From an optimization exercise on the open Yosys and OpenROAD flow, aimed at small area, a short achievable clock period and few clock cycles; shortcuts taken in it are not production practice.
Where RTL was checked, it was by simulation tests only, not by an equivalence proof against the original.
Power is estimated from default activity; no workload was simulated.

==> inputs of v30 <==
## qsc_decoder
module qsc_decoder (
    input  wire        clk,
    input  wire        rst,
    input  wire        cmd_valid,
    output wire        cmd_ready,
    input  wire [5:0]  cmd_width_m1,
    input  wire [5:0]  cmd_lines_m1,
    input  wire        cmd_hist_reset,
    input  wire [14:0] cmd_nbytes,
    input  wire [7:0]  cmd_fill,
    input  wire        in_valid,
    output wire        in_ready,
    input  wire [7:0]  in_data,
    output wire        out_valid,
    input  wire        out_ready,
    output wire [7:0]  out_pix,
    output wire        done,
    output wire [2:0]  status
);
make LEC_CHECK=0 CAP_MARGIN=20 CORE_MARGIN=2 CORE_UTILIZATION=40 CTS_CLUSTER_DIAMETER=80 CTS_CLUSTER_SIZE=24 SETUP_SLACK_MARGIN=5 SLEW_MARGIN=20 finish   # period 12.0 ns
run.sh (not shown) runs the stock make flow with config.mk's settings and CLKGATE_MAP_FILE= SYNTH_SCRIPT=/design/flow/synth_recipe.tcl, a recipe that flattens the netlist after the stock synthesis.
==> v15: changes against v30 <==
--- a/flow/design.v
+++ b/flow/design.v
@@ -61,14 +61,16 @@
     reg [4:0]  ri;
     reg        in_run;             
     reg        after_run;          
     reg        run_is_rem;         
     reg [5:0]  run_left;           
     reg [39:0] bb;                 
     reg [5:0]  nbits;              
+    reg [7:0]  ibyte;
+    reg        ibyte_v;
     reg        ov;
     reg        ofill;              
     function [1:0] qz;
         input [7:0] d;
         begin
             if (d == 8'd0)       qz = 2'd0;
             else if (d <= 8'd3)  qz = 2'd1;
@@ -128,48 +130,19 @@
         integer kk;
         begin
             kfor = 3'd7;
             for (kk = 6; kk >= 0; kk = kk - 1)
                 if (({8'd0, nv} << kk) >= av) kfor = kk[2:0];
         end
     endfunction
-    function [8:0] add8;
-        input [7:0] x;
-        input [7:0] y;
-        input       ci;
-        reg [7:0] g, p, gg, pp, g2, p2;
-        reg [8:0] c;
-        integer n, d;
-        begin
-            g = x & y;
-            p = x ^ y;
-            gg = g;
-            pp = p;
-            for (d = 1; d < 8; d = d * 2) begin
-                g2 = gg;
-                p2 = pp;
-                for (n = d; n < 8; n = n + 1) begin
-                    g2[n] = gg[n] | (pp[n] & gg[n - d]);
-                    p2[n] = pp[n] & pp[n - d];
-                end
-                gg = g2;
-                pp = p2;
-            end
-            c[0] = ci;
-            for (n = 0; n < 8; n = n + 1) c[n + 1] = gg[n] | (pp[n] & ci);
-            add8 = {c[8], p ^ c[7:0]};
-        end
-    endfunction
     function [7:0] addm;
         input [7:0] p;
         input [7:0] mv;
-        reg [8:0] r;
         begin
-            r = add8(p, {1'b0, mv[7:1]} ^ {8{mv[0]}}, 1'b0);
-            addm = r[7:0];
+            addm = p + ({1'b0, mv[7:1]} ^ {8{mv[0]}});
         end
     endfunction
     wire       flat = (a_r == b_r) && (b_r == c_r);
     wire [8:0] dac  = {1'b0, a_r} - {1'b0, c_r};
     wire       le3  = dac[8] ? ((dac[8:2] == 7'h7f) && (dac[1:0] != 2'd0)) : (dac[8:2] == 7'd0);
     wire       le15 = dac[8] ? ((dac[8:4] == 5'h1f) && (dac[3:0] != 4'd0)) : (dac[8:4] == 5'd0);
     wire [1:0] qa   = (a_r == c_r) ? 2'd0 : le3 ? 2'd1 : le15 ? 2'd2 : 2'd3;
@@ -198,43 +171,40 @@
         if (v[39] == 1'b0)     begin q[0] = 1'b1; v = {v[38:0], 1'd0};  end
     end
     wire        z24  = (bb[39:16] == 24'd0);   
     wire        esc  = (q == 5'd23);
     wire [7:0]  t    = v[38:31];               
     wire        sel_m1 = at_top && !rbit && (jr == 4'd0);
     wire [4:0]  qe     = sel_m1 ? q - 5'd1 : q;
-    wire        comb   = sel_m1 && (bb[39:17] != 23'd0);       
+    wire        comb   = sel_m1 && (q <= 5'd22) && !z24;
     reg [7:0]  m_k   [0:7];
+    reg [7:0]  pix_k [0:7];
     reg [7:0]  ovf_k;
     reg [15:0] qt;
     integer kk;
     always @(*) begin
         qt = {3'd0, qe, t};
         for (kk = 0; kk < 8; kk = kk + 1) begin
             m_k[kk]   = qt[(8 - kk) +: 8];
             ovf_k[kk] = (qt >> (8 - kk)) > 16'd255;
+            pix_k[kk] = addm(pred, m_k[kk]);
         end
     end
+    wire [7:0]  pix_e = addm(pred, t);
     wire [7:0]  m     = esc ? t : m_k[k];
     wire        movf  = !esc && ovf_k[k];
-    wire [7:0]  pix   = addm(pred, m);
+    wire [7:0]  pix   = esc ? pix_e : pix_k[k];
     wire [5:0]  len_r = {1'b0, q} + 6'd1 + (esc ? 6'd8 : {3'd0, k});
     wire [5:0]  need_r = z24 ? 6'd24 : len_r;
-    wire        more   = (bytes_left != 15'd0);
-    reg [22:0] okpos;              
-    always @(*) begin
-        for (i = 0; i < 23; i = i + 1) okpos[22 - i] = (nbits >= i + 8);
-    end
-    wire        r_ok   = (nbits >= 6'd32) || ((bb[39:17] & okpos) != 23'd0) ||
-                         (z24 && nbits >= 6'd24) || !more;
+    wire [5:0]  need_ub = z24 ? 6'd24 : esc ? 6'd32 : ({1'b0, q} + 6'd8);
+    wire        more   = ibyte_v || (bytes_left != 15'd0);
+    wire        r_ok   = (nbits >= need_ub) || !more;
     wire        r_short  = (nbits < need_r);
     wire        r_syntax = z24 || movf;
-    wire [8:0]  a_lo  = add8(a_cur[7:0], m, 1'b0);
-    wire [6:0]  a_hi1 = {1'b0, a_cur[13:8]} + 7'd1;
-    wire [14:0] a_sum = {a_lo[8] ? a_hi1 : {1'b0, a_cur[13:8]}, a_lo[7:0]};
+    wire [14:0] a_sum = {1'b0, a_cur} + {7'd0, m};
     wire        halve = (n_cur == 6'd63);
     wire [13:0] a_new = halve ? a_sum[14:1] : a_sum[13:0];
     wire [5:0]  n_new = halve ? 6'd32 : n_cur + 6'd1;
     wire [3:0]  jr     = jtab(ri);
     wire        rbit   = bb[39];
     wire [14:0] rem    = bb[38:24] >> (4'd15 - jr);
     wire [5:0]  need_run = rbit ? 6'd1 : 6'd1 + {2'd0, jr};
@@ -250,15 +220,15 @@
     wire regular = !in_fill && !at_top;
     wire top_run = at_top && !comb;        
     wire dec_reg = regular || comb;        
     wire go    = (state == S_DEC) && out_free && !done_pend &&
                  (in_fill || (at_top ? (u_ok && (!comb || r_ok)) : r_ok));
     wire fail  = top_run ? (u_short || u_syntax) : dec_reg ? (r_short || r_syntax) : 1'b0;
     wire [2:0] fail_stat = (top_run ? u_short : r_short) ? ST_SHORT : ST_SYNTAX;
-    wire no_pix = top_run && !rbit && (rem == 15'd0) && !u_short;
+    wire no_pix = top_run && !rbit && (rem == 15'd0) && !u_short && !u_syntax;
     wire emit  = go && !no_pix;
     wire [7:0] value = dec_reg ? pix : a_r;
     wire [5:0] len = in_fill ? 6'd0 : top_run ? need_run : len_r;
     wire last_j    = (j == w_m1);
     wire last_line = (ln == l_m1);
     wire [5:0] dsel = w_m1 - 6'd1;
     wire [7:0] in32 = r0;
@@ -280,27 +250,28 @@
             if (acc_go && cmd_hist_reset)             kc_n[i] = 3'd2;
             else if (l_v && lctx == {qb_sel, i[1:0]}) kc_n[i] = k_l;
             else if (cv[{qb_sel, i[1:0]}])            kc_n[i] = kr[{qb_sel, i[1:0]}];
             else                                      kc_n[i] = 3'd2;
         end
     end
     wire fill_go = (state == S_ERR) && out_free;
-    wire        in_hs  = in_valid && in_ready_r;
-    wire        merge  = in_hs && (state == S_DEC);
-    wire [39:0] bbm    = merge ? (bb | ({in_data, 32'd0} >> nbits)) : bb;
+    wire        merge  = ibyte_v && (nbits <= 6'd32);
+    wire [39:0] bbm    = merge ? (bb | ({ibyte, 32'd0} >> nbits)) : bb;
     wire [5:0]  nbm    = merge ? nbits + 6'd8 : nbits;
     wire [5:0]  ulen   = go ? len : 6'd0;
+    wire        in_hs  = in_valid && in_ready_r;
     wire        pix_out = emit || fill_go;
     assign cmd_ready = cmd_ready_r;
     assign in_ready  = in_ready_r;
     assign out_valid = ov;
     assign out_pix   = ofill ? fill_val : r0;
     assign done      = done_r;
     assign status    = stat;
     wire [14:0] bl_n = bytes_left - (in_hs ? 15'd1 : 15'd0);
+    wire        ib_n = in_hs ? 1'b1 : (merge ? 1'b0 : ibyte_v);
     wire [5:0]  nb_n = nbm - ulen;
     always @(posedge clk) begin
         if (l_v) begin
             acc[lctx]   <= l_a;
             cnt_n[lctx] <= l_n;
             kr[lctx]    <= k_l;
         end
@@ -317,37 +288,40 @@
             s4[0] <= in4;
             for (i = 1; i < 4; i = i + 1) s4[i] <= s4[i - 1];
             s2[0] <= in2;
             s2[1] <= s2[0];
             s1 <= in1;
         end
         if (pix_out) ofill <= fill_go || fail;
+        if (in_hs)   ibyte <= in_data;
         if (rst) begin
             state       <= S_IDLE;
             cmd_ready_r <= 1'b1;
             in_ready_r  <= 1'b0;
             done_r      <= 1'b0;
             done_pend   <= 1'b0;
             stat        <= ST_OK;
             ov          <= 1'b0;
+            ibyte_v     <= 1'b0;
             bytes_left  <= 15'd0;
         end else begin
             done_r <= 1'b0;
             if (pix_out)        ov <= 1'b1;
             else if (out_ready) ov <= 1'b0;
             bytes_left <= bl_n;
             if (l_v) cv[lctx] <= 1'b1;
             case (state)
                 S_IDLE: begin
                     in_ready_r <= 1'b0;
                 end
                 S_DEC: begin
+                    ibyte_v    <= ib_n;
                     bb         <= bbm << ulen;
                     nbits      <= nb_n;
-                    in_ready_r <= (bl_n != 15'd0) && (nb_n <= 6'd32);
+                    in_ready_r <= (bl_n != 15'd0) && (!ib_n || nb_n <= 6'd32);
                     if (go) begin
                         if (in_fill) begin
                             run_left <= run_left - 6'd1;
                             if (run_left == 6'd1 && run_is_rem) after_run <= 1'b1;
                         end else if (top_run) begin
                             if (rbit) begin
                                 in_run     <= 1'b1;
@@ -412,15 +386,15 @@
                         end else begin
                             j <= j + 6'd1;
                         end
                     end
                 end
                 S_TAIL: begin
                     in_ready_r <= (bl_n != 15'd0);
-                    stat <= (bytes_left != 15'd0 || nbits >= 6'd8 || bb != 40'd0) ?
+                    stat <= (bytes_left != 15'd0 || ibyte_v || nbits >= 6'd8 || bb != 40'd0) ?
                             ST_TRAILING : ST_OK;
                     if (bl_n == 15'd0 && out_free) begin
                         done_r      <= 1'b1;
                         cmd_ready_r <= 1'b1;
                         state       <= S_IDLE;
                     end else begin
                         cmd_ready_r <= 1'b0;
@@ -441,14 +415,15 @@
                 cmd_ready_r <= 1'b0;
                 if (state == S_TAIL && !out_free) done_pend <= 1'b1;
                 w_m1       <= cmd_width_m1;
                 l_m1       <= cmd_lines_m1;
                 fill_val   <= cmd_fill;
                 bytes_left <= cmd_nbytes;
                 in_ready_r <= (cmd_nbytes != 15'd0);
+                ibyte_v    <= 1'b0;
                 bb         <= 40'd0;
                 nbits      <= 6'd0;
                 j          <= 6'd0;
                 ln         <= 6'd0;
                 in_run     <= 1'b0;
                 after_run  <= 1'b0;
                 run_left   <= 6'd0;
- CTS_CLUSTER_DIAMETER: 80 -> 100
- CTS_CLUSTER_SIZE: 24 -> 30
- SETUP_SLACK_MARGIN: 5 -> 4
==> results.py <==
metrics = {
    "layout": {
        "clk_share_pct": 2.47,
        "area_growth_pct": 9.06,
        "clkbuf_count": 60,
    },
    "critical_path": {
        "cp-startpoint": "l_a[13]",
    },
    "run_status": {
        "status": "finished clean",
    },
    "cts": {
        "cts_resized": 29,
    },
}
[end of results for v15]
==> results.py <==
metrics = {
    "layout": {
        "insertedDiodeCount": 1,
        "area_growth_pct": 12.7,
        "clkbuf_count": 76,
    },
    "run_status": {
        "status": "finished clean",
    },
    "floorplan": {
        "start_util_pct": 40.3,
        "dieHeight_microns": 365,
    },
    "critical_path": {
        "cp-startpoint": "a_r[0]",
    },
    "pwr": {
        "p_int_mw": 6.69,
    },
    "cts": {
        "cts_resized": 90,
    },
}
[end of results for v30]
Testbench counts of v15, summed over its fixed seeds: cycles 146,447.
The RTL of v30 was laid out without a check of its function.

-- separate check: timing with driven ports --
The results above use ideal ports. As a check the final layouts listed here were re-extracted and re-timed, cells and wires unchanged. Step 1, drivers: a clkbuf_16 drives clk and a buf_2 each remaining input, both assumed. Step 2 adds t to the input delays and takes it off the output delays; t is the mean of the earliest and latest rising clock arrival at the registers after step 1. Input paths then give back, and output paths get back, about the clock's delay inside the block. Slacks: no drivers / after step 1 / after step 2; pairs: no drivers / after step 1.
run | t, ns | setup slack, ns | worst data-port slew with drivers (ns)
v30 | 0.764 | 4.974 / 4.974 / 4.848 | 0.08
v15 | 0.740 | 4.321 / 4.321 / 4.321 | 0.06
After both steps setup and hold are still met in every run listed. The setup slack of v30, which loses most, moves by 0.000 ns with the drivers and by -0.126 ns with both steps.
